This is an optimization exercise on Yosys and OpenROAD, whose aim is small area, not a production implementation. The RTL was checked by simulation tests, not by an equivalence proof against the original design. No activity file was given, so power comes from the tool's default toggle rates.

### run.sh
#!/bin/bash
# synth_recipe.tcl (not shown) runs the flow's synth.tcl, then flattens the netlist and writes it again
# the make line also repeats each setting of config.mk as NAME=value (left out here)
make -C /OpenROAD-flow-scripts/flow DESIGN_CONFIG=/design/flow/config.mk WORK_HOME=/design/flow/orfs CLKGATE_MAP_FILE= SYNTH_SCRIPT=/design/flow/synth_recipe.tcl finish
### config.mk
export PLATFORM = sky130hd
export DESIGN_NAME = avg_bank
export DESIGN_NICKNAME = avg_bank
export VERILOG_FILES = /design/flow/design.v
export SDC_FILE = /design/flow/constraint.sdc
export NUM_CORES = 4
export LEC_CHECK = 0
export CAP_MARGIN = 20
export CORE_MARGIN = 2
export CORE_UTILIZATION = 65
export CTS_BUF_LIST = sky130_fd_sc_hd__clkbuf_16
export CTS_CLUSTER_DIAMETER = 80
export CTS_CLUSTER_SIZE = 30
export SLEW_MARGIN = 20
### constraint.sdc
create_clock -name core_clock -period 18.0 [get_ports {clk}]
set_input_delay 3.6000 -clock core_clock [delete_from_list [all_inputs] [get_ports {clk}]]
set_output_delay 3.6000 -clock core_clock [all_outputs]
set_load 0.01 [all_outputs]
### design.v
module avg_bank (
    input  wire        clk,
    input  wire        rst,
    input  wire        scan,
    input  wire        s_valid,
    input  wire [7:0]  s_pd,
    input  wire [15:0] s_value,
    input  wire [1:0]  s_tag,
    input  wire        cfg_valid,
    input  wire [3:0]  cfg_ch,
    input  wire [7:0]  cfg_pd,
    input  wire [3:0]  cfg_len,
    input  wire [3:0]  rd_ch,
    output reg  [15:0] rd_mean,
    output reg  [31:0] rd_sum,
    output reg  [1:0]  rd_tag,
    output wire [31:0] rd_seq,
    output reg  [31:0] sat_count,
    output reg  [31:0] guard_count,
    output reg  [31:0] inv_count
);
    localparam NCH = 16;
    function [1:0] fa;
        input a, b, c;
        begin
            fa = {(a & b) | (a & c) | (b & c), a ^ b ^ c};
        end
    endfunction
    reg [7:0]  ch_pd      [0:NCH-1];
    reg [3:0]  ch_len     [0:NCH-1];
    reg        pend       [0:NCH-1];
    reg [7:0]  pend_pd    [0:NCH-1];
    reg [3:0]  pend_len   [0:NCH-1];
    reg [24:0] acc        [0:NCH-1];
    reg        acc_guard  [0:NCH-1];
    reg        acc_inv    [0:NCH-1];
    reg [11:0] scans      [0:NCH-1];    
    reg        res_valid  [0:NCH-1];    
    reg [24:0] res_acc    [0:NCH-1];
    reg [3:0]  res_len    [0:NCH-1];
    reg        res_guard  [0:NCH-1];
    reg        res_inv    [0:NCH-1];
    reg [31:0] res_seq    [0:NCH-1];
    wire        r_valid = res_valid[rd_ch];
    wire [24:0] r_acc   = res_acc[rd_ch];
    wire [3:0]  r_len   = res_len[rd_ch];
    wire        r_guard = res_guard[rd_ch];
    wire        r_inv   = res_inv[rd_ch];
    assign rd_seq = res_seq[rd_ch];
    reg [24:0] r_v;
    reg        r_clamp;
    always @(*) begin
        r_v     = $signed(r_acc) >>> r_len;
        r_clamp = r_v[24:15] != {10{r_v[24]}};
        if (!r_valid) begin
            rd_mean = 16'd0;
            rd_sum  = 32'd0;
            rd_tag  = 2'b00;
        end else if (r_guard) begin
            rd_mean = {~r_acc[24], {15{r_acc[24]}}};
            rd_sum  = {~r_acc[24], {31{r_acc[24]}}};
            rd_tag  = 2'b11;
        end else begin
            rd_mean = r_clamp ? {r_v[24], {15{~r_v[24]}}} : r_v[15:0];
            rd_sum  = {{7{r_acc[24]}}, r_acc};
            rd_tag  = {r_inv, r_clamp};
        end
    end
    wire        s_add = s_valid && !scan;
    reg [24:0]  sum_next  [0:NCH-1];
    reg         ovf       [0:NCH-1];
    reg         hit       [0:NCH-1];
    reg         add       [0:NCH-1];
    reg [25:0]  ac        [0:NCH-1];    
    reg         complete  [0:NCH-1];    
    reg         store     [0:NCH-1];    
    reg         renew     [0:NCH-1];    
    reg [12:0]  sc        [0:NCH-1];    
    reg [32:0]  qc        [0:NCH-1];    
    reg [9:0]   sgn_or    [0:NCH-1];
    reg         clamp     [0:NCH-1];
    integer i, k;
    reg b;
    always @(*) begin
        for (i = 0; i < NCH; i = i + 1) begin
            hit[i] = s_add && (s_pd == ch_pd[i]);
            add[i] = hit[i] && !acc_guard[i];
            ac[i][0] = 1'b0;
            for (k = 0; k < 25; k = k + 1) begin
                b = add[i] & s_value[(k < 16) ? k : 15];
                {ac[i][k+1], sum_next[i][k]} = fa(acc[i][k], b, ac[i][k]);
            end
            ovf[i] = ac[i][25] ^ ac[i][24];
            sc[i][0] = scan;
            for (k = 0; k < 12; k = k + 1)
                sc[i][k+1] = sc[i][k] & scans[i][k];
            store[i] = sc[i][ch_len[i]];
            renew[i] = store[i] || (scan && pend[i]);
            qc[i][0] = store[i];
            for (k = 0; k < 32; k = k + 1)
                qc[i][k+1] = qc[i][k] & res_seq[i][k];
            sgn_or[i][9] = 1'b0;
            for (k = 8; k >= 0; k = k - 1)
                sgn_or[i][k] = sgn_or[i][k+1] | (acc[i][15+k] ^ acc[i][24]);
            clamp[i] = (ch_len[i] <= 4'd8) ? sgn_or[i][ch_len[i]] : 1'b0;
        end
    end
    reg [15:0] e_sat, e_guard, e_inv;
    always @(*) begin
        for (i = 0; i < NCH; i = i + 1) begin
            e_guard[i] = store[i] && acc_guard[i];
            e_sat[i]   = store[i] && !acc_guard[i] && clamp[i] && !acc_inv[i];
            e_inv[i]   = store[i] && acc_inv[i];
        end
    end
    function [4:0] popcount16;
        input [15:0] a;
        reg [1:0] f1, f2, f3, f4, f5, f6, f7, h1, f8, f9, f10, h2, f11, h3, h4;
        begin
            f1  = fa(a[0], a[1], a[2]);
            f2  = fa(a[3], a[4], a[5]);
            f3  = fa(a[6], a[7], a[8]);
            f4  = fa(a[9], a[10], a[11]);
            f5  = fa(a[12], a[13], a[14]);
            f6  = fa(f1[0], f2[0], f3[0]);
            f7  = fa(f4[0], f5[0], a[15]);
            h1  = fa(f6[0], f7[0], 1'b0);
            f8  = fa(f1[1], f2[1], f3[1]);
            f9  = fa(f4[1], f5[1], f6[1]);
            f10 = fa(f7[1], h1[1], f8[0]);
            h2  = fa(f10[0], f9[0], 1'b0);
            f11 = fa(f8[1], f9[1], f10[1]);
            h3  = fa(f11[0], h2[1], 1'b0);
            h4  = fa(f11[1], h3[1], 1'b0);
            popcount16 = {h4[1], h4[0], h3[0], h2[0], h1[0]};
        end
    endfunction
    function [31:0] sat_add;
        input [31:0] a;
        input [4:0]  n;
        reg   [32:0] c;
        reg   [31:0] s;
        integer j;
        begin
            c[0] = 1'b0;
            for (j = 0; j < 32; j = j + 1)
                {c[j+1], s[j]} = fa(a[j], (j < 5) ? n[j] : 1'b0, c[j]);
            sat_add = s | {32{c[32]}};
        end
    endfunction
    always @(posedge clk) begin
        if (rst) begin
            sat_count   <= 32'd0;
            guard_count <= 32'd0;
            inv_count   <= 32'd0;
        end else begin
            sat_count   <= sat_add(sat_count, popcount16(e_sat));
            guard_count <= sat_add(guard_count, popcount16(e_guard));
            inv_count   <= sat_add(inv_count, popcount16(e_inv));
        end
        for (i = 0; i < NCH; i = i + 1) begin
            if (rst) begin
                ch_pd[i]  <= 8'd0;
                ch_len[i] <= 4'd6;
            end else if (scan && pend[i]) begin
                ch_pd[i]  <= pend_pd[i];
                ch_len[i] <= pend_len[i];
            end
            if (rst)
                pend[i] <= 1'b0;
            else if (cfg_valid && cfg_ch == i)
                pend[i] <= 1'b1;
            else if (scan)
                pend[i] <= 1'b0;
            if (cfg_valid && cfg_ch == i) begin
                pend_pd[i]  <= cfg_pd;
                pend_len[i] <= cfg_len;
            end
            if (rst || renew[i]) begin
                acc[i]       <= 25'd0;
                acc_guard[i] <= 1'b0;
                acc_inv[i]   <= 1'b0;
                scans[i]     <= 12'd0;
            end else begin
                acc[i]       <= sum_next[i];
                acc_guard[i] <= acc_guard[i] | ovf[i];
                acc_inv[i]   <= acc_inv[i] | (hit[i] & s_tag[1]);
                scans[i]     <= scans[i] ^ sc[i][11:0];
            end
            if (rst) begin
                res_valid[i] <= 1'b0;
                res_seq[i]   <= 32'd0;
            end else begin
                res_valid[i] <= res_valid[i] | store[i];
                res_seq[i]   <= res_seq[i] ^ qc[i][31:0];
            end
            if (store[i]) begin
                res_acc[i]   <= acc[i];
                res_len[i]   <= ch_len[i];
                res_guard[i] <= acc_guard[i];
                res_inv[i]   <= acc_inv[i];
            end
        end
    end
endmodule
==> flow_metrics.tcl, run 1 <==
set metrics [dict create \
    setup_tns_ps 0 \
    core_sq_mm 0.150 \
    cpMaxStageDelayCell "fa_1" \
    fillers 10781 \
    grt_max_degree 133 \
    ys.flop_type "dfxtp_1" \
    maxSlewHeadroom_pct 11.6 \
    worstHoldStart "acc[3][0]" \
    die_area_sq_mm 0.154 \
    io_buffers 227 \
    yosys.cell_count.top_type "dfxtp_1" \
    cp_common_cell "ha_1" \
    ys_seq_area_share_pct 50.9 \
    postCtsHoldBufs 0 \
    post-route-period-util_pct 90.0 \
    cts_setup_buffers 0 \
    synthTopCellsByCount "dfxtp_1 (1456), and2_1 (851), ha_1 (797)" \
    peakVddDrop_mv 0.0825 \
    slowest_delay_ps 590 \
    grt_usage_pct 35.7 \
    path_class "in2reg" \
    die_h_um 392 \
    cp.required_ps 18650 \
    startpoint "scan" \
    yosys.area.top_type "dfxtp_1" \
    worst_slew_pin_slew_ps 1330 \
    cp-start-kind "input port" \
    place_hpwl_mm 194 \
    pin_count 229 \
    fp.dieW_um 392 \
    cts_resized 0 \
    ant_nets 0 \
    synth_area_leaders "dfxtp_1 (30%), edfxtp_1 (21%), ha_1 (10%)" \
    grt_pass1_wl_mm 404 \
    syn-num-nets 9516 \
    hp-class "reg2reg" \
    cts.sinks 2144 \
    initial_utilization_pct 65.4 \
    drc 0 \
    yosysWarnings 27 \
    r2r_start "scans[6][0]" \
    period_needed_ps 16200 \
    worstSetupEndpointType "register" \
    via_per_inst 6.16 \
    fin_skew_ps 40.1 \
    wire_per_inst_um 26.4 \
    synth_edf_count 688 \
    areaGrowthSynthToFinish_pct 8.59 \
    rows 142 \
    cts.path.max_buffers 3 \
    gp_congestion 0.981 \
    first_pass_iters 6 \
    arrival_ps 16850 \
    vias 63757 \
    worst-path-max-fanout 30 \
    antenna_found_initial 8 \
    max_freq_mhz 61.7 \
    avgSynthCellArea_sq_um 11.9 \
    outcome "timing/DRC/antenna clean" \
    cts_max_level 3 \
    netlist_instances 8239 \
    maxCapViolations 0 \
    power_density_mw_per_mm2 80.5 \
    setup_violations 0 \
    cts_buffers 107 \
    drt_iter0_drc 6159 \
    async_reset_ff_share_pct 0 \
    hold_viol 0 \
    grt-ovfl-total 0 \
    synth_top_area_share_pct 29.8 \
    synth_cell_types 91 \
    grt_setup_unrepaired "false" \
    clk_pin_slew_worst_paths_ps 120 \
    synthesis.area_sq_mm 0.0978 \
    maxSlewViolCount 0 \
    yosys_register_bits 2144 \
    drive_gt1_share_pct 6.72 \
    nNetsFinal 9515 \
    root_buffer "clkbuf_16" \
    grt_pass1_vias 61958 \
    power_leakage_uw 0.0459 \
    finalPower_uw 8540 \
    clkLatencyLatePin_ps 790 \
    totalWireLength_mm 273 \
    cts_tree "built" \
]
==> worst max-delay path: cells and delay by family <==
family	cells	cell delay, ps
AOI/OAI and AO/OA	2	600
adders and majority gates	46	10500
buffers and inverters	5	600
muxes	1	460
and+or+nand+nor	4	1050
==> placed cells by master (no fill, tap or decap), types with 22 or more instances in the layout <==
cell type / instances
a211oi_1: 38
a21oi_1: 288
a221oi_1: 91
a22o_1: 87
a22oi_1: 189
a31oi_1: 46
and2_1: 852
and3_1: 22
buf_4: 154
clkbuf_16: 112
clkdlybuf4s50_1: 216
clkinv_8: 22
dfxtp_1: 1456
edfxtp_1: 688
fa_1: 429
ha_1: 797
inv_1: 142
mux2_2: 41
mux2i_1: 36
mux4_2: 52
nand2_1: 527
nand2b_1: 22
nand3_1: 147
nand3b_1: 38
nand4_1: 26
nor2_1: 411
nor2b_1: 554
nor4_1: 38
o211ai_1: 23
o21a_1: 22
o21ai_0: 38
o22a_1: 33
o22ai_1: 37
or3_1: 32
xnor2_1: 91
xor2_1: 123
==> area by class of cell <==
cell class / count / area (sq um) / share of cell area (%)
sequential: 2144 / 49800 / 46.9
inverter: 137 / 514 / 0.484
antenna: 3 / 7.51 / 0.00707
multi-input combinational: 5470 / 46000 / 43.4
tap: 2016 / 2520 / 2.38
clock buffer: 112 / 2800 / 2.64
clock inverter: 89 / 1100 / 1.04
timing repair buffer: 378 / 3370 / 3.18
==> flip-flops by register name, indices dropped and copies added (netlist names), 32 cells and up <==
signal,count
acc,400
ch_len,64
ch_pd,128
guard_count,32
inv_count,32
pend_len,64
pend_pd,128
res_acc,400
res_len,64
res_seq,512
sat_count,32
scans,192
==> through the flow <==
step / hold slack (ps) / setup slack [ps] / cells / instance area [sq um] / util (%)
6_report: 438 / 1800 / 10349 / 106000 / 71.0
3_5_place_dp: 414 / 1040 / 10143 / 102000 / 68.3
3_3_place_gp: 412 / 1200 / 10143 / 102000 / 68.3
2_1_floorplan: 406 / 1810 / 8239 / 97800 / -
5_1_grt: 437 / 1180 / 10346 / 106000 / 71.0
4_1_cts: 437 / 1840 / 10344 / 106000 / 71.0
==> final timing paths <==
path                                  endpoint  slack (ps)  cells after the start
worst min-delay path             res_acc[3][0]         440                      0
worst min register to register   res_acc[3][0]         440                      0
worst max register to register  guard_count[6]        4880                     57
worst max-delay path            guard_count[6]        1800                     58
==> power by group <==
part           switching [uW]  internal (uW)  total (uW)
sequential               14.4           4990        5000
clock                    1780           1280        3060
combinational             345            136         481
total                    2140           6400        8540
==> kinds of logic (layout without fill, tap and decap cells) <==
| group | Yosys count | count (layout) | share of synthesized area (%) |
|---|---|---|---|
| XOR/XNOR | 214 | 214 | 1.92 |
| multiplexers | 131 | 131 | 2.07 |
| adder cells (fa/ha/maj) | 1226 | 1226 | 19.0 |
| flip-flops | 2144 | 2144 | 50.9 |
| buffers and inverters | 625 | 716 | 2.57 |
| AND/OR/NAND/NOR | 2802 | 2802 | 15.5 |
| other | 0 | 3 | 0 |
| AO/OA/AOI/OAI | 1097 | 1097 | 8.01 |
==> layer usage <==
metal | vias to the layer above | share of wire (%) | track usage, %
met2 | 2807 | 44 | 54.5
met4 | 8 | 5.2 | 15.4
met1 | 31679 | 41 | 49.9
li1 | 28690 | - | -
met3 | 573 | 9.5 | 7.13
met5 | - | 0.014 | 0
==> inputs of run 2 (changes only) <==
==> flow/run.sh (new file) <==
#!/bin/bash
# Layout flow: the standard flow (standard.sh), with two changes to how
# the layout is made:
#  - the port buffers are the smallest buffer (buf_1), not the flow's pick;
#  - clock tree synthesis clusters up to 30 sinks within 80 um under each
#    clkbuf_16 leaf buffer and inserts no dummy loads.
# Synthesis, floorplan, power grid, tap cells, placement, routing and the
# constraints are the standard flow's. make's output goes to flow_make.log;
# each ORFS step's own log is under orfs/logs/.
set -euo pipefail
export BUFFER_PORTS_ARGS="-buffer_cell sky130_fd_sc_hd__buf_1"
export CTS_ARGS="-sink_clustering_enable -repair_clock_nets -dont_use_dummy_load -sink_clustering_size 30 -sink_clustering_max_diameter 80 -buf_list sky130_fd_sc_hd__clkbuf_16"
bash standard.sh finish > flow_make.log 2>&1
==> standard.sh (new file) <==
#!/bin/bash
# synth_recipe.tcl (not shown) runs the flow's synth.tcl, then flattens the netlist and writes it again
# the make line also repeats each setting of config.mk as NAME=value (left out here)
make -C /OpenROAD-flow-scripts/flow DESIGN_CONFIG=/design/flow/config.mk WORK_HOME=/design/flow/orfs CLKGATE_MAP_FILE= SYNTH_SCRIPT=/design/flow/synth_recipe.tcl "${@:-finish}"
--- a/config.mk
+++ b/config.mk
@@ -8,7 +8,4 @@
 export CAP_MARGIN = 20
 export CORE_MARGIN = 2
 export CORE_UTILIZATION = 65
-export CTS_BUF_LIST = sky130_fd_sc_hd__clkbuf_16
-export CTS_CLUSTER_DIAMETER = 80
-export CTS_CLUSTER_SIZE = 30
 export SLEW_MARGIN = 20
removed: run.sh
==> run 2 against run 1 <==
  * Die area did not move
  * Count of clock-buffer cells in the layout fell by 9
  * Still clean
  * Register-to-register slack got worse by 40 ps
  * Design area fell by 2.4%
==> flow_metrics.tcl, run 2 <==
set metrics [dict create \
    gp_congestion 1.03 \
    power_density_mw_per_mm2 77.0 \
    first_pass_iters 7 \
    wire_per_inst_um 26.2 \
    layout_common_cells "dfxtp_1 (1456), and2_1 (851), ha_1 (797)" \
    nNetsFinal 9529 \
    synthesis.area_sq_mm 0.0978 \
    slowest_delay_ps 530 \
    worstSetupEndpointType "register" \
    largest_register_ffs 512 \
    grt_pass1_vias 62249 \
    rrSetupSlack_ps 4840 \
    rr_worst_depth 57 \
    cp-endpoint "sat_count[21]" \
    clk_pin_slew_worst_paths_ps 70 \
    yosys.area.top_type "dfxtp_1" \
    cp-start-kind "input port" \
    cts_tree "built" \
    grt_setup_unrepaired "false" \
    synth_area_leaders "dfxtp_1 (30%), edfxtp_1 (21%), ha_1 (10%)" \
    areaGrowthSynthToFinish_pct 6.00 \
    place_hpwl_mm 194 \
    cp_common_cell "ha_1" \
    drt_iter0_drc 5931 \
    die_h_um 392 \
    path_buf_inv 5 \
    cp.required_ps 18550 \
    initial_utilization_pct 65.4 \
    grt_pass1_wl_mm 402 \
    cts_max_level 3 \
    vias 63241 \
    ant_nets 0 \
    r2r_start "scans[3][0]" \
    ys_seq_area_share_pct 50.9 \
    clkLatencyLatePin_ps 780 \
    power_leakage_uw 0.0449 \
    reg.largest.list "res_seq: 512 flops, acc: 400 flops, res_acc: 400 flops" \
    max_freq_mhz 61.5 \
    grt_usage_pct 35.5 \
    postCtsHoldBufs 0 \
    totalWireLength_mm 269 \
    cts.sinks 2144 \
    synthTopCellsByCount "dfxtp_1 (1456), and2_1 (851), ha_1 (797)" \
    grt_max_degree 227 \
    synth_cell_types 91 \
    maxCapViolations 0 \
    grt-ovfl-total 0 \
    core_sq_mm 0.150 \
    peakVddDrop_mv 0.0912 \
    arrival_ps 16820 \
    netlist_instances 8239 \
    placed_area_sq_mm 0.101 \
    ys.flop_type "dfxtp_1" \
    root_buffer "clkbuf_16" \
    cts_buffers 103 \
    cpMaxStageDelayCell "fa_1" \
    yosysWarnings 27 \
    setup_violations 0 \
    fin_area_sq_mm 0.104 \
    worst_slew_pin_slew_ps 1280 \
    avgSynthCellArea_sq_um 11.9 \
    post-route-period-util_pct 90.4 \
    maxSlewHeadroom_pct 13.7 \
    path_depth 58 \
    pin_count 229 \
    finalPower_uw 7980 \
    largest-register "res_seq" \
    reg2reg_to "sat_count[21]" \
    setup_tns_ps 0 \
    startpoint "scan" \
    fp.dieW_um 392 \
    maxSlewViolCount 0 \
    worst-path-max-fanout 34 \
    synth_top_area_share_pct 29.8 \
    yosys.cell_count.top_type "dfxtp_1" \
    path_class "in2reg" \
    cts_resized 0 \
    hold_viol 0 \
    outcome "timing/DRC/antenna clean" \
    rows 142 \
    setup_slack_ps 1730 \
    via_per_inst 6.16 \
    async_reset_ff_share_pct 0 \
    period_needed_ps 16270 \
    antenna_found_initial 17 \
    fin_skew_ps 75.3 \
    die_area_sq_mm 0.154 \
    synth_edf_count 688 \
    drc 0 \
    cts_setup_buffers 0 \
    cts.path.max_buffers 3 \
    place_ws_ps 992 \
    yosys_register_bits 2144 \
    drive_gt1_share_pct 5.84 \
    final_common_cell "dfxtp_1" \
    hp-class "reg2reg" \
    critPathTopFamily "adder cells" \
    syn-num-nets 9516 \
    io_buffers 227 \
]
[run 2: report_power, final]
part	internal, uW	switching (uW)
Sequential	4990	14.9
Clock	1020	1490
Combinational	126	342
Total	6140	1840
[run 2: final cells by class]
cell class	instances	area, sq um
repair buffers	396	2170
multi-input cells	5470	46000
fillers	11145	45900
well taps	2016	2520
inverters	137	514
diodes	4	10.0
flip-flops and latches	2144	49800
clock buffers	103	2580
[run 2: worst min path at each step]
| stage | endpoint | startpoint | cells after the start | slack, ps |
|---|---|---|---|---|
| floorplan | res_len[0][0] | ch_len[0][0] | 0 | 410 |
| global route | res_acc[1][2] | acc[1][2] | 0 | 420 |
| global placement | res_acc[6][2] | acc[6][2] | 0 | 410 |
| CTS | res_acc[1][2] | acc[1][2] | 0 | 410 |
| detailed placement | res_acc[9][2] | acc[9][2] | 0 | 410 |
| finish | res_acc[1][2] | acc[1][2] | 0 | 410 |
[run 2: layer usage]
layer / vias to the layer above / track usage, % / routed length [um]
met2: 2655 / 54.5 / 119000
met1: 31372 / 48.8 / 111000
met5: - / 0.510 / 165
li1: 28600 / - / -
met4: 10 / 15.9 / 14500
met3: 604 / 7.39 / 24600
[run 2: kinds of logic after synthesis]
family                     synth area share, %
xor gates and xnor gates                  1.92
and+or+nand+nor                           15.5
adders and majority gates                 19.0
DFF                                       50.9
muxes                                     2.07
buffers and inverters                     2.57
AOI/OAI and AO/OA                         8.01
[run 2: stage by stage]
stage                     instances  hold slack (ps)  utilization (%)
after floorplan                8239              406                -
after global placement        10162              414             67.5
after detailed placement      10163              414             67.5
after CTS                     10266              410             69.3
after global routing          10267              423             69.3
final                         10270              410             69.3
==> inputs of run 3 (changes only) <==
--- a/design.v
+++ b/design.v
@@ -47,11 +47,20 @@
     wire        r_guard = res_guard[rd_ch];
     wire        r_inv   = res_inv[rd_ch];
     assign rd_seq = res_seq[rd_ch];
-    reg [24:0] r_v;
+    reg [24:0] r_t1, r_t2, r_t4;
+    reg [15:0] r_v;
+    reg [9:0]  r_so;
     reg        r_clamp;
+    integer j;
     always @(*) begin
-        r_v     = $signed(r_acc) >>> r_len;
-        r_clamp = r_v[24:15] != {10{r_v[24]}};
+        r_t1 = r_len[0] ? {r_acc[24], r_acc[24:1]} : r_acc;
+        r_t2 = r_len[1] ? {{2{r_t1[24]}}, r_t1[24:2]} : r_t1;
+        r_t4 = r_len[2] ? {{4{r_t2[24]}}, r_t2[24:4]} : r_t2;
+        r_v  = r_len[3] ? r_t4[23:8] : r_t4[15:0];
+        r_so[9] = 1'b0;
+        for (j = 8; j >= 0; j = j - 1)
+            r_so[j] = r_so[j+1] | (r_acc[15+j] ^ r_acc[24]);
+        r_clamp = (r_len <= 4'd8) ? r_so[r_len] : 1'b0;
         if (!r_valid) begin
             rd_mean = 16'd0;
             rd_sum  = 32'd0;
@@ -61,7 +70,7 @@
             rd_sum  = {~r_acc[24], {31{r_acc[24]}}};
             rd_tag  = 2'b11;
         end else begin
-            rd_mean = r_clamp ? {r_v[24], {15{~r_v[24]}}} : r_v[15:0];
+            rd_mean = r_clamp ? {r_acc[24], {15{~r_acc[24]}}} : r_v;
             rd_sum  = {{7{r_acc[24]}}, r_acc};
             rd_tag  = {r_inv, r_clamp};
         end
@@ -75,10 +84,9 @@
     reg         complete  [0:NCH-1];    
     reg         store     [0:NCH-1];    
     reg         renew     [0:NCH-1];    
-    reg [12:0]  sc        [0:NCH-1];    
+    reg [15:0]  sc        [0:NCH-1];    
     reg [32:0]  qc        [0:NCH-1];    
-    reg [9:0]   sgn_or    [0:NCH-1];
-    reg         clamp     [0:NCH-1];
+    reg         clamp     [0:NCH-1];    
     integer i, k;
     reg b;
     always @(*) begin
@@ -94,15 +102,16 @@
             sc[i][0] = scan;
             for (k = 0; k < 12; k = k + 1)
                 sc[i][k+1] = sc[i][k] & scans[i][k];
+            for (k = 13; k < 16; k = k + 1)
+                sc[i][k] = sc[i][12];       
             store[i] = sc[i][ch_len[i]];
             renew[i] = store[i] || (scan && pend[i]);
             qc[i][0] = store[i];
             for (k = 0; k < 32; k = k + 1)
                 qc[i][k+1] = qc[i][k] & res_seq[i][k];
-            sgn_or[i][9] = 1'b0;
-            for (k = 8; k >= 0; k = k - 1)
-                sgn_or[i][k] = sgn_or[i][k+1] | (acc[i][15+k] ^ acc[i][24]);
-            clamp[i] = (ch_len[i] <= 4'd8) ? sgn_or[i][ch_len[i]] : 1'b0;
+            clamp[i] = 1'b0;
+            for (k = 0; k < 9; k = k + 1)
+                clamp[i] = clamp[i] | ((acc[i][15+k] ^ acc[i][24]) & ~scans[i][k]);
         end
     end
     reg [15:0] e_sat, e_guard, e_inv;
==> flow/run.sh (replaced) <==
#!/bin/bash
# Layout flow: the standard flow (standard.sh, which runs the standard
# synthesis and ORFS from floorplan to finish), with three changes to how the
# layout is made:
#  - the port buffers are the smallest buffer (buf_1), not the flow's pick;
#  - clock tree synthesis clusters up to 25 sinks within 100 um under each
#    clkbuf_16 leaf buffer and inserts no dummy loads;
#  - after global routing, repair_timing -recover_power 100 downsizes gates
#    on paths with positive slack.
# make's output goes to flow_make.log; each ORFS step's own log is under
# orfs/logs/.
set -euo pipefail
export BUFFER_PORTS_ARGS="-buffer_cell sky130_fd_sc_hd__buf_1"
export CTS_ARGS="-sink_clustering_enable -repair_clock_nets -dont_use_dummy_load -sink_clustering_size 25 -sink_clustering_max_diameter 100 -buf_list sky130_fd_sc_hd__clkbuf_16"
export RECOVER_POWER=100
bash standard.sh finish > flow_make.log 2>&1
==> run 3 against run 2 <==
  * The layout now fails its checks (max-capacitance violations, max-slew violations)
  * Worst hold slack better by 27 ps
  * Cell count is 2.1% lower
  * Utilization is 0.35 points lower
  * Via count is 1.1% higher
  * Critical path type is now in2out
==> flow_metrics.tcl, run 3 <==
set metrics [dict create \
    outcome "finished with violations" \
    violations "max-capacitance violations, max-slew violations" \
    yosys_register_bits 2144 \
    layout_common_cells "dfxtp_1 (1456), ha_1 (797), edfxtp_1 (688)" \
    worstSetupEndpointType "primary output" \
    grt_pass1_wl_mm 418 \
    grt_max_degree 219 \
    maxCapViolations 51 \
    grt_pass1_vias 62421 \
    io_buffers 227 \
    place_hpwl_mm 207 \
    areaGrowthSynthToFinish_pct 5.06 \
    setup_violations 0 \
    clk_pin_slew_worst_paths_ps 100 \
    rr_worst_depth 56 \
    async_reset_ff_share_pct 0 \
    cp.required_ps 14400 \
    arrival_ps 13740 \
    reg.largest.list "res_seq: 512 flops, acc: 400 flops, res_acc: 400 flops" \
    maxSlewHeadroom_pct -543 \
    die_area_sq_mm 0.153 \
    placed_area_sq_mm 0.100 \
    rows 141 \
    drive_gt1_share_pct 4.31 \
    synth_cell_types 92 \
    wire_per_inst_um 28.6 \
    synth_edf_count 688 \
    synthTopCellsByCount "dfxtp_1 (1456), and2_1 (850), ha_1 (797)" \
    cts.path.max_buffers 3 \
    first_pass_iters 6 \
    yosysWarnings 26 \
    maxSlewViolCount 1971 \
    syn-num-nets 9330 \
    setup_tns_ps 0 \
    final_common_cell "dfxtp_1" \
    worst-path-max-fanout 37 \
    cts_resized 0 \
    vias 63933 \
    die_h_um 391 \
    yosys.area.top_type "dfxtp_1" \
    ant_nets 0 \
    max_freq_mhz 57.7 \
    grt_setup_unrepaired "false" \
    pin_count 229 \
    gp_congestion 0.995 \
    cts_tree "built" \
    min_path_cells 0 \
    root_buffer "clkbuf_16" \
    yosys.cell_count.top_type "dfxtp_1" \
    largest_register_ffs 512 \
    ys_seq_area_share_pct 51.3 \
    nNetsFinal 9394 \
    cp-start-kind "input port" \
    largest-register "res_seq" \
    cts_max_level 3 \
    netlist_instances 8053 \
    period_needed_ps 17340 \
    cts_buffers 95 \
    cts.sinks 2144 \
    drc 0 \
    totalWireLength_mm 288 \
    grt_usage_pct 37.9 \
    setup_slack_ps 659 \
    fin_area_sq_mm 0.102 \
    synth_top_area_share_pct 30.0 \
    postCtsHoldBufs 0 \
    initial_utilization_pct 65.6 \
    ys.flop_type "dfxtp_1" \
    clkLatencyLatePin_ps 770 \
    peakVddDrop_mv 0.0918 \
    synth_area_leaders "dfxtp_1 (30%), edfxtp_1 (21%), ha_1 (10%)" \
    fp.dieW_um 391 \
    post-route-period-util_pct 96.3 \
    core_sq_mm 0.148 \
    fin_skew_ps 65.3 \
    cts_setup_buffers 0 \
    via_per_inst 6.36 \
    avgSynthCellArea_sq_um 12.1 \
    worst_slew_pin_slew_ps 9650 \
    hp-class "reg2reg" \
    power_density_mw_per_mm2 77.2 \
    synthesis.area_sq_mm 0.0971 \
    hold_viol 0 \
    drt_iter0_drc 6942 \
    antenna_found_initial 17 \
    power_leakage_uw 0.0437 \
    place_ws_ps 934 \
    path_class "in2out" \
    grt-ovfl-total 0 \
]
## run 3: changes by cell type in the layout (fill, tap and decap cells not counted), sizes merged, moves of 37 or more
cell / before / now
inv: 135 / 256
nor2b: 555 / 518
buf: 391 / 301
o22ai: 37 / 79
nand2: 529 / 477
nor2: 415 / 347
clkbuf: 108 / 192
## run 3: critical path, stage by stage
cell,delay [ps]
clkbuf_1,1030
clkbuf_1,1380
clkbuf_1,2200
inv_1,1850
o21ai_0,490
a32oi_1,260
o32ai_1,1260
o2111ai_1,250
o31a_1,210
a311oi_4,370
a221oi_4,220
a311oi_1,330
buf_1,200
## run 3: cells by family after synthesis
| logic type | share of synthesized area (%) |
|---|---|
| compound gates | 7.81 |
| mux | 2.54 |
| fa+ha+maj | 19.1 |
| buf+inv | 2.92 |
| simple gates | 14.7 |
| xor+xnor | 1.60 |
| flops | 51.3 |
## run 3: metal layers
layer | up-vias | share of wire (%) | track usage (%)
met5 | - | 0.053 | 0
met4 | 14 | 5.3 | 16.3
met3 | 641 | 11 | 9.53
met2 | 3214 | 45 | 58.5
met1 | 32002 | 39 | 51.0
li1 | 28062 | - | -
## run 3: cell type report
type	count	area, sq um
Clock buffer	95	2380
Inverter	258	968
Multi-Input combinational cell	5220	44500
Tap cell	1930	2410
Timing Repair Buffer	398	1910
Fill cell	11043	46000
Antenna cell	10	25.0
Sequential cell	2144	49800
## run 3: where the power goes
group          internal (uW)  leakage [uW]  switching (uW)  total (uW)
Sequential              4980        0.0181            14.2        5000
Combinational            111        0.0244             334         445
Clock                    947       0.00117            1490        2430
## run 3: path summary, 6_finish.rpt
check,from,end,slack [ps]
max reg2reg,scans[6][0],inv_count[22],4500
min reg2reg,acc[7][2],res_acc[7][2],440
min,acc[7][2],res_acc[7][2],440
max,rd_ch[0],rd_mean[14],660
## run 3: stage by stage
| step | total power, uW | hold WS (ps) | instances | utilization [%] |
|---|---|---|---|---|
| after floorplan | 5350 | 408 | 8053 | - |
| after global placement | 5540 | 413 | 9946 | 67.6 |
| after detailed placement | 5540 | 414 | 9949 | 67.7 |
| after CTS | 7870 | 438 | 10044 | 69.3 |
| after global routing | 8060 | 454 | 10045 | 68.9 |
| final | 7870 | 437 | 10055 | 68.9 |
==> inputs of run 4 (changes only) <==
==> flow/run.sh (replaced) <==
#!/bin/bash
# Layout flow: the standard flow (standard.sh, which runs the standard
# synthesis and ORFS from floorplan to finish), with two changes to how the
# layout is made:
#  - the port buffers are the smallest buffer (buf_1), not the flow's pick;
#  - clock tree synthesis clusters up to 25 sinks within 100 um under each
#    clkbuf_16 leaf buffer and inserts no dummy loads;
# make's output goes to flow_make.log; each ORFS step's own log is under
# orfs/logs/.
set -euo pipefail
export BUFFER_PORTS_ARGS="-buffer_cell sky130_fd_sc_hd__buf_1"
export CTS_ARGS="-sink_clustering_enable -repair_clock_nets -dont_use_dummy_load -sink_clustering_size 25 -sink_clustering_max_diameter 100 -buf_list sky130_fd_sc_hd__clkbuf_16"
bash standard.sh finish > flow_make.log 2>&1
==> run 4 against run 3 <==
  * Now clean on timing, DRC and antenna
  * Sequential power hardly changed
  * Sequential share of layout area shrank 0.26 points
  * Combinational power is 2% higher
  * Routed wire length rose by 0.11%
  * Critical path type is now in2reg
==> flow_metrics.tcl, run 4 <==
set metrics [dict create \
    grt_pass1_vias 62421 \
    vias 63726 \
    clkLatencyLatePin_ps 770 \
    drc 0 \
    pin_count 229 \
    setup_tns_ps 0 \
    path_class "in2reg" \
    worst-path-max-fanout 28 \
    arrival_ps 16970 \
    io_buffers 227 \
    largest-register "res_seq" \
    antenna_found_initial 18 \
    synth_cell_types 92 \
    worst_slew_pin_slew_ps 1220 \
    power_density_mw_per_mm2 76.8 \
    post-route-period-util_pct 90.8 \
    fillers 10909 \
    core_sq_mm 0.148 \
    hp-class "reg2reg" \
    synthesis.area_sq_mm 0.0971 \
    grt_pass1_wl_mm 418 \
    layout_common_cells "dfxtp_1 (1456), and2_1 (851), ha_1 (797)" \
    die_area_sq_mm 0.153 \
    yosys.cell_count.top_type "dfxtp_1" \
    drt_iter0_drc 6943 \
    cpMaxStageDelayCell "mux4_2" \
    grt-ovfl-total 0 \
    maxSlewViolCount 0 \
    r2r_start "scans[6][0]" \
    yosys.area.top_type "dfxtp_1" \
    die_h_um 391 \
    peakVddDrop_mv 0.0916 \
    place_hpwl_mm 207 \
    root_buffer "clkbuf_16" \
    worstSetupEndpointType "register" \
    drive_gt1_share_pct 5.88 \
    ys.flop_type "dfxtp_1" \
    power_leakage_uw 0.0443 \
    gp_congestion 0.995 \
    clk_pin_slew_worst_paths_ps 90 \
    cp-start-kind "input port" \
    reg.largest.list "res_seq: 512 flops, acc: 400 flops, res_acc: 400 flops" \
    cp.required_ps 18620 \
    yosysWarnings 26 \
    async_reset_ff_share_pct 0 \
    ant_nets 0 \
    nNetsFinal 9394 \
    cts.path.max_buffers 3 \
    cts_resized 0 \
    cts.sinks 2144 \
    worstHoldStart "acc[5][2]" \
    maxSlewHeadroom_pct 18.9 \
    grt_max_degree 219 \
    synthTopCellsByCount "dfxtp_1 (1456), and2_1 (850), ha_1 (797)" \
    outcome "timing/DRC/antenna clean" \
    avgSynthCellArea_sq_um 12.1 \
    synth_edf_count 688 \
    fin_skew_ps 67.4 \
    totalWireLength_mm 288 \
    cts_setup_buffers 0 \
    syn-num-nets 9330 \
    fp.dieW_um 391 \
    period_needed_ps 16350 \
    largest_register_ffs 512 \
    via_per_inst 6.34 \
    cts_tree "built" \
    maxCapViolations 0 \
    wire_per_inst_um 28.6 \
    first_pass_iters 7 \
    areaGrowthSynthToFinish_pct 5.64 \
    whs_ps 438 \
    seq_area_sq_mm 0.0498 \
    placed_area_sq_mm 0.100 \
    final_common_cell "dfxtp_1" \
    setup_violations 0 \
    finalPower_uw 7880 \
    cts_buffers 95 \
    initial_utilization_pct 65.6 \
    fin_area_sq_mm 0.103 \
    grt_usage_pct 37.9 \
    postCtsHoldBufs 0 \
    max_freq_mhz 61.2 \
    finalNonFillerCells 10052 \
    grt_setup_unrepaired "false" \
    cts_max_level 3 \
    synth_area_leaders "dfxtp_1 (30%), edfxtp_1 (21%), ha_1 (10%)" \
    synth_top_area_share_pct 30.0 \
    slowest_delay_ps 720 \
    netlist_instances 8053 \
    rows 141 \
    ys_seq_area_share_pct 51.3 \
    hold_viol 0 \
    yosys_register_bits 2144 \
    multiInputGateArea_sq_mm 0.0448 \
    startpoint "scan" \
    cp_common_cell "ha_1" \
    placed_cells 9949 \
]
-- run 4: cell counts after synthesis --
Identical to the previous run, type by type.
-- run 4: critical path, delay by kind of cell --
family / cells / cell delay, ps
muxes: 2 / 1190
adders and majority gates: 46 / 10450
buffers and inverters: 5 / 610
and+or+nand+nor: 4 / 1060
-- run 4: layout make-up --
cell class	instances	share of cell area (%)
diodes	7	0.0171
clock buffers	95	2.32
inverters	258	0.944
multi-input cells	5220	43.7
flip-flops and latches	2144	48.6
well taps	1930	2.35
repair buffers	398	2.16
-- run 4: metal layers --
metal | vias to the layer above | part of all wire, % | wire length (um) | global-route usage (%)
met3 | 613 | 11 | 30700 | 9.53
li1 | 28053 | - | - | -
met4 | 16 | 5.2 | 15100 | 16.3
met1 | 31959 | 39 | 114000 | 51.0
met5 | - | 0.044 | 126 | 0
met2 | 3085 | 45 | 128000 | 58.5
-- run 4: logic make-up (layout without fill, tap and decap cells) --
family	Yosys count	after routing	share of synthesized area, %
AO/OA/AOI/OAI	1053	1053	7.81
multiplexers	157	157	2.54
other	0	7	0
XOR/XNOR	177	177	1.60
flip-flops	2144	2144	51.3
AND/OR/NAND/NOR	2607	2607	14.7
buffers and inverters	689	751	2.92
adder cells (fa/ha/maj)	1226	1226	19.1
-- run 4: report_power, final --
group          switching [uW]  internal, uW
sequential               14.1          4980
combinational             338           116
clock                    1490           946
total                    1840          6040
-- run 4: stage by stage --
stage | utilization [%] | setup slack (ps)
detailed placement | 67.7 | 934
global placement | 67.6 | 1070
CTS | 69.3 | 1710
global route | 69.3 | 999
floorplan | - | 2330
finish | 69.3 | 1650
-- run 4: final timing paths --
| path | endpoint | slack (ps) | cells past startpoint |
|---|---|---|---|
| worst min-delay path | res_acc[5][2] | 440 | 0 |
| worst max-delay path | guard_count[11] | 1650 | 57 |
| worst max register to register | guard_count[11] | 4740 | 56 |
| worst min register to register | res_acc[5][2] | 440 | 0 |
==> inputs of run 5 (changes only) <==
--- a/design.v
+++ b/design.v
@@ -20,6 +20,8 @@
     output reg  [31:0] inv_count
 );
     localparam NCH = 16;
+    localparam [3:0] RES_NONE  = 4'd14;    
+    localparam [3:0] RES_GUARD = 4'd15;    
     function [1:0] fa;
         input a, b, c;
         begin
@@ -35,16 +37,14 @@
     reg        acc_guard  [0:NCH-1];
     reg        acc_inv    [0:NCH-1];
     reg [11:0] scans      [0:NCH-1];    
-    reg        res_valid  [0:NCH-1];    
     reg [24:0] res_acc    [0:NCH-1];
-    reg [3:0]  res_len    [0:NCH-1];
-    reg        res_guard  [0:NCH-1];
+    reg [3:0]  res_len    [0:NCH-1];    
     reg        res_inv    [0:NCH-1];
     reg [31:0] res_seq    [0:NCH-1];
-    wire        r_valid = res_valid[rd_ch];
     wire [24:0] r_acc   = res_acc[rd_ch];
     wire [3:0]  r_len   = res_len[rd_ch];
-    wire        r_guard = res_guard[rd_ch];
+    wire        r_valid = r_len != RES_NONE;
+    wire        r_guard = r_len == RES_GUARD;
     wire        r_inv   = res_inv[rd_ch];
     assign rd_seq = res_seq[rd_ch];
     reg [24:0] r_t1, r_t2, r_t4;
@@ -197,16 +197,15 @@
                 scans[i]     <= scans[i] ^ sc[i][11:0];
             end
             if (rst) begin
-                res_valid[i] <= 1'b0;
+                res_len[i]   <= RES_NONE;
                 res_seq[i]   <= 32'd0;
             end else begin
-                res_valid[i] <= res_valid[i] | store[i];
+                if (store[i])
+                    res_len[i] <= acc_guard[i] ? RES_GUARD : ch_len[i];
                 res_seq[i]   <= res_seq[i] ^ qc[i][31:0];
             end
             if (store[i]) begin
                 res_acc[i]   <= acc[i];
-                res_len[i]   <= ch_len[i];
-                res_guard[i] <= acc_guard[i];
                 res_inv[i]   <= acc_inv[i];
             end
         end
==> run 5 against run 4 <==
  * Clock power shrank 2%
  * Critical path type unchanged
  * Clock skew shrank 4.5 ps
  * Register-to-register slack lost 130 ps
  * Critical endpoint is now sat_count[20]
  * Worst setup slack lost 61 ps
  * Highest routed layer unchanged
  * Still clean on timing, DRC and antenna
  * Die area shrank 0.77%
  * Combinational power grew about 10%
  * Non-clock buffer count shrank 3
  * Sequential power shrank 2%
  * Fmax shrank 0.37%
==> flow_metrics.tcl, run 5 <==
set metrics [dict create \
    gp_congestion 0.986 \
    hold_viol 0 \
    cts_buffers 94 \
    power.net_switching_uw 1830 \
    hp-class "reg2reg" \
    met2_usage_pct 57.5 \
    final_common_cell "dfxtp_1" \
    via_per_inst 6.24 \
    maxSlewViolCount 0 \
    largest-register "res_seq" \
    arrival_ps 17000 \
    cts_setup_buffers 0 \
    cpMaxStageDelayCell "mux4_2" \
    cp-start-kind "input port" \
    path_class "in2reg" \
    worstHoldStart "acc[12][2]" \
    fillers 10929 \
    yosys.area.top_type "dfxtp_1" \
    cts_resized 0 \
    root_buffer "clkbuf_16" \
    yosys_register_bits 2112 \
    cts.sinks 2112 \
    cts_tree "built" \
    grt_max_degree 220 \
    synthesis.area_sq_mm 0.0964 \
    internal_power_uw 5960 \
    clkLatencyLatePin_ps 760 \
    cp.required_ps 18590 \
    ant_nets 0 \
    grt.met1_usage_pct 50.0 \
    fp.dieW_um 389 \
    nNetsFinal 9465 \
    yosysWarnings 24 \
    antenna_found_initial 20 \
    seqPwrFrac_pct 62.9 \
    maxSlewHeadroom_pct 25.1 \
    initial_utilization_pct 65.3 \
    outcome "timing/DRC/antenna clean" \
    postCtsHoldBufs 0 \
    slowest_delay_ps 520 \
    largest_register_ffs 512 \
    synth_edf_count 608 \
    die_h_um 389 \
    startpoint "scan" \
    vias 63148 \
    fin_skew_ps 62.8 \
    worst_slew_pin_slew_ps 1120 \
    synth_top_area_share_pct 31.2 \
    cts.path.max_buffers 3 \
    areaGrowthSynthToFinish_pct 5.54 \
    setup_violations 0 \
    power_leakage_uw 0.0443 \
    grt_pass1_vias 62331 \
    post-route-period-util_pct 91.2 \
    reg.largest.list "res_seq: 512 flops, acc: 400 flops, res_acc: 400 flops" \
    yosys.cell_count.top_type "dfxtp_1" \
    r2r_start "scans[12][0]" \
    core_sq_mm 0.147 \
    first_pass_iters 9 \
    synthTopCellsByCount "dfxtp_1 (1504), and2_1 (846), ha_1 (797)" \
    cts_max_level 3 \
    peakVddDrop_mv 0.0942 \
    io_buffers 227 \
    maxCapViolations 0 \
    clkPwrFrac_pct 30.7 \
    worstSetupEndpointType "register" \
    place_hpwl_mm 206 \
    synth_cell_types 93 \
    grt-ovfl-total 0 \
    power.share.switching_pct 23.5 \
    synth_area_leaders "dfxtp_1 (31%), edfxtp_1 (19%), ha_1 (10%)" \
    die_area_sq_mm 0.151 \
    grt_setup_unrepaired "false" \
    ys.flop_type "dfxtp_1" \
    wire_per_inst_um 27.8 \
    grt_busiest_layer "met2" \
    comb_power_share_pct 6.4 \
    netlist_instances 8159 \
    max_freq_mhz 60.9 \
    setup_tns_ps 0 \
    totalWireLength_mm 282 \
    worst-path-max-fanout 38 \
    drive_gt1_share_pct 5.69 \
    layout_common_cells "dfxtp_1 (1504), and2_1 (847), ha_1 (797)" \
    grt_pass1_wl_mm 413 \
    finalPower_uw 7790 \
    use_met3_pct 9.21 \
    ys_seq_area_share_pct 50.2 \
    pin_count 229 \
    syn-num-nets 9436 \
    rows 141 \
    period_needed_ps 16410 \
    clk_pin_slew_worst_paths_ps 100 \
    cp_common_cell "ha_1" \
    drc 0 \
    drt_iter0_drc 6014 \
    avgSynthCellArea_sq_um 11.8 \
    grt_usage_pct 37.4 \
    power_density_mw_per_mm2 76.6 \
    async_reset_ff_share_pct 0 \
]
-- run 5: changes by cell type after synthesis, moves of 14 or more --
cell / delta
o21ai_0: -22
nand3_1: -19
nand3b_1: -16
dfxtp_1: +48
clkbuf_1: +29
nor3b_1: +47
nor2_1: +52
o21bai_1: +49
nor3_1: +14
a211oi_1: +23
a22o_1: -15
edfxtp_1: -80
-- run 5: cell type report --
cell class	count	area [sq um]	area share, %
well taps	1930	2410	2.37
flip-flops and latches	2112	48400	47.6
inverters	256	961	0.945
repair buffers	395	2160	2.13
multi-input cells	5329	45400	44.7
diodes	7	17.5	0.0172
clock buffers	94	2350	2.31
-- run 5: kinds of logic (layout without fill, tap and decap cells) --
kind of cell	Yosys count	after routing	share of synthesized area, %
buffers and inverters	718	745	3.04
AO/OA/AOI/OAI	1068	1068	8.01
XOR/XNOR	181	181	1.65
flip-flops	2112	2112	50.2
adder cells (fa/ha/maj)	1226	1226	19.3
AND/OR/NAND/NOR	2700	2700	15.4
other	0	7	0
multiplexers	154	154	2.50
-- run 5: layer usage --
layer / vias to the layer above / part of all wire (%)
met2: 2804 / 45
met4: 4 / 5.6
met3: 641 / 10
li1: 28228 / -
met5: - / 0.0099
met1: 31471 / 40
-- run 5: power groups by stage --
stage / Sequential (uW) / Clock (uW) / Combinational [uW]
finish: 4900 / 2390 / 500
detailed placement: 5010 / 0 / 483
global route: 4900 / 2570 / 523
floorplan: 5000 / 0 / 289
global placement: 5010 / 0 / 479
CTS: 4900 / 2410 / 485
-- run 5: path summary, 6_finish.rpt --
| kind | to | slack (ps) | cells after the start |
|---|---|---|---|
| hold reg to reg | res_acc[12][2] | 440 | 0 |
| hold / removal | res_acc[12][2] | 440 | 0 |
| setup reg to reg | inv_count[25] | 4610 | 54 |
| setup / recovery | sat_count[20] | 1590 | 58 |
-- run 5: metrics by stage --
step / hold WS (ps) / utilization [%] / area [sq um] / cells / setup slack, ps
finish: 439 / 69.0 / 102000 / 10123 / 1590
global route: 453 / 68.9 / 102000 / 10117 / 1010
CTS: 441 / 68.9 / 102000 / 10116 / 1650
detailed placement: 419 / 67.3 / 99300 / 10022 / 885
global placement: 413 / 67.3 / 99300 / 10022 / 1120
floorplan: 408 / - / 96400 / 8159 / 1880
-- run 5: critical path, delay by kind of cell --
kind,cells,cell delay (ps)
mux,2,980
buf+inv,6,1230
fa+ha+maj,46,10210
simple gates,4,950

re-timing with driven ports:
The results above use ideal ports. As a check the final layouts listed here were re-extracted and re-timed, cells and wires unchanged.
Step 1: set_driving_cell puts a clkbuf_16 on clk and a buf_2 on each other input, an assumption about the parent block.
Step 2 also shifts input and output timing later by t, the mid clock arrival at the registers, as if the neighbouring blocks saw the same clock.
Slacks: ideal ports / drivers / drivers and shift; pairs: ideal ports / drivers.
run	t, ns	setup slack, ns	slew at the worst register clock pin (ns)	worst data-port slew with drivers (ns)	pins driven straight from the clock port
run 1	0.855	1.797 / 1.853 / 0.997	0.12 / 0.12	0.13	1
run 2	0.836	1.731 / 1.801 / 0.965	0.12 / 0.12	0.15	1
run 3	0.823	0.659 / 0.625 / 0.042	0.11 / 0.11	0.16	1
run 4	0.826	1.653 / 1.723 / 0.898	0.11 / 0.11	0.16	1
run 5	0.810	1.592 / 1.656 / 0.845	0.11 / 0.11	0.16	1
For run 1, which loses most, drivers alone change the setup slack by +0.056 ns; drivers and shift together by -0.800 ns.
